From an optimization exercise on the open Yosys and OpenROAD flow, aimed at small area; shortcuts taken in it are not production practice. Only simulation tests tie the RTL to the original design; equivalence was not proved. Power and IR drop assume default switching activity.

// lpe_vstage
module lpe_vstage (
    input  wire        clk,
    input  wire        rst,
    input  wire        clear,
    input  wire        start,
    input  wire [15:0] e,
    input  wire [15:0] kp_k,
    input  wire [3:0]  kp_s,
    input  wire [15:0] ki_k,
    input  wire [3:0]  ki_s,
    input  wire [15:0] ilim_lo,
    input  wire [15:0] ilim_hi,
    input  wire [15:0] ulim_lo,
    input  wire [15:0] ulim_hi,
    input  wire        cond,
    input  wire        bq1_en,
    input  wire [15:0] bq1_b0, bq1_b1, bq1_b2, bq1_a1, bq1_a2,
    input  wire        bq2_en,
    input  wire [15:0] bq2_b0, bq2_b1, bq2_b2, bq2_a1, bq2_a2,
    input  wire [15:0] vulim_lo,
    input  wire [15:0] vulim_hi,
    output reg         done,
    output reg  [15:0] iq0,         
    output reg         clamp_i
);
    localparam OP_KI = 4'd0, OP_KP = 4'd1,
               OP_A2A = 4'd2, OP_A1A = 4'd3, OP_B2A = 4'd4, OP_B1A = 4'd5, OP_B0A = 4'd6,
               OP_A2B = 4'd7, OP_A1B = 4'd8, OP_B2B = 4'd9, OP_B1B = 4'd10, OP_B0B = 4'd11,
  ...
clock: 15.0 ns
lec_check: 0
cap_margin: 20
core_margin: 2
core_utilization: 40
place_density: 0.6
slew_margin: 20
run.sh (not shown) runs the stock make flow with config.mk's settings and CLKGATE_MAP_FILE= SYNTH_SCRIPT=/design/flow/synth_recipe.tcl, a recipe that flattens the netlist after the stock synthesis.
The baseline finished with timing, DRC and antenna clean.
Rerun with:
- CORE_UTILIZATION: 40 -> 65
- PLACE_DENSITY: 0.6 -> 0.75
Result:
- routed wire length went up by about 9%
- setup slack is worse by 110 ps
- non-clock buffer count decreases by 3
- cell area falls by about 1.7%
- hold slack gets better by 3.2 ps

---

Setup of onyx:
Another version of the RTL of lpe_vstage (not shown whole).
For scale: ~360 flip-flops, ~340 I/O pins.
Settings: LEC_CHECK=0, CAP_MARGIN=20, CORE_MARGIN=2, CORE_UTILIZATION=55, PLACE_DENSITY=0.7, SLEW_MARGIN=20; clock period 15.0 ns.
standard.sh (not shown) runs the stock make flow with config.mk's settings and CLKGATE_MAP_FILE= SYNTH_SCRIPT=/design/flow/synth_recipe.tcl, a recipe that flattens the netlist after the stock synthesis.
==> flow/flow/run.sh <==
#!/bin/bash
# The standard layout with two changes:
#  - every port is buffered by a buf_1 instead of the default clkdlybuf4s50_1;
#  - clock tree synthesis builds from clkbuf_4/clkbuf_8 and adds no dummy loads; sinks are clustered 20 to a buffer within 50 um.
# make's output goes to layout.log here; ORFS keeps each step's log under orfs/logs.
set -euo pipefail
bash standard.sh \
  "BUFFER_PORTS_ARGS=-buffer_cell sky130_fd_sc_hd__buf_1" \
  "CTS_ARGS=-sink_clustering_enable -repair_clock_nets -dont_use_dummy_load -sink_clustering_size 20 -sink_clustering_max_diameter 50 -buf_list {sky130_fd_sc_hd__clkbuf_4 sky130_fd_sc_hd__clkbuf_8}" \
  finish > layout.log 2>&1
onyx completed every stage of the flow, and the final layout passed the timing, design-rule and antenna checks.
> inputs changed (onyx -> pepper)
-- flow/config.mk --
<<< onyx, line 8
export CAP_MARGIN = 20
export CORE_MARGIN = 2
export CORE_UTILIZATION = 55
export PLACE_DENSITY = 0.7
export SLEW_MARGIN = 20
>>> pepper, line 8
export CAP_MARGIN = 20
export CORE_MARGIN = 2
export CORE_UTILIZATION = 40
export PLACE_DENSITY = 0.6
export SLEW_MARGIN = 20
[summary]
The setup slack reported for pepper is smaller than that of onyx by 0.045 ns. Slew at the pin closest to its max-slew limit ended up 0.23 ns lower on pepper than on onyx. Maximum frequency: pepper vs onyx down about 0.3%. pepper vs onyx, share of cells above drive strength 1 went up by 0.51 points.
Inputs modified between pepper and xenon:
-- flow/config.mk --
<<< pepper, line 8
export CAP_MARGIN = 20
export CORE_MARGIN = 2
export CORE_UTILIZATION = 40
export PLACE_DENSITY = 0.6
export SLEW_MARGIN = 20
>>> xenon, line 8
export CAP_MARGIN = 20
export CORE_MARGIN = 2
export CORE_UTILIZATION = 65
export PLACE_DENSITY = 0.78
export SLEW_MARGIN = 20
Findings:
Comparing xenon and pepper, the higher proportion of cell area occupied by registers is on xenon. Post-layout instance count excluding filler cells (higher): pepper. The met1 capacity usage during global routing reported for xenon is greater than that of pepper by 17 points. Final area | xenon below pepper. The faster design of the two is pepper; xenon tops out lower. Power: xenon draws less than pepper. The combinational power was comparable across xenon and pepper. Sort xenon and pepper by area growth from synthesis to layout, ascending, and xenon comes first. Looking only at fraction of the core area covered by cells at the end of the flow, and setting everything else aside, the higher value of xenon and pepper goes to xenon. Relative to pepper, logic gate share of total power has increased by 0.4 points in xenon.

==> re-timing with driven ports <==
No port has a modelled driver above. Below, the same layouts with a new extraction and two added sets of constraints.
Step 1 assumes that a clkbuf_16 drives the clock port and a buf_2 every other input.
Step 2 also shifts input and output timing later by t, the mid clock arrival at the registers, as if the neighbouring blocks saw the same clock.
Three values: no drivers, after step 1, after step 2; two values: the first two.
run	t, ns	slack for setup (ns)	slew at the worst register clock pin (ns)	cell pins on the clock port's net
the first run of note 1	0.590	0.336 / 0.368 / -0.222	0.07 / 0.07	1
the second run of note 1	0.588	0.224 / 0.224 / -0.332	0.08 / 0.08	1
onyx	0.582	0.523 / 0.523 / 0.055	0.11 / 0.11	1
pepper	0.599	0.479 / 0.479 / -0.021	0.11 / 0.11	1
xenon	0.635	0.380 / 0.380 / -0.052	0.12 / 0.12	1
With both steps, setup timing fails in the first run of note 1, the second run of note 1, pepper and xenon, where it was met with ideal ports. For the first run of note 1, which loses most, drivers alone change the setup slack by +0.032 ns; drivers and shift together by -0.558 ns.
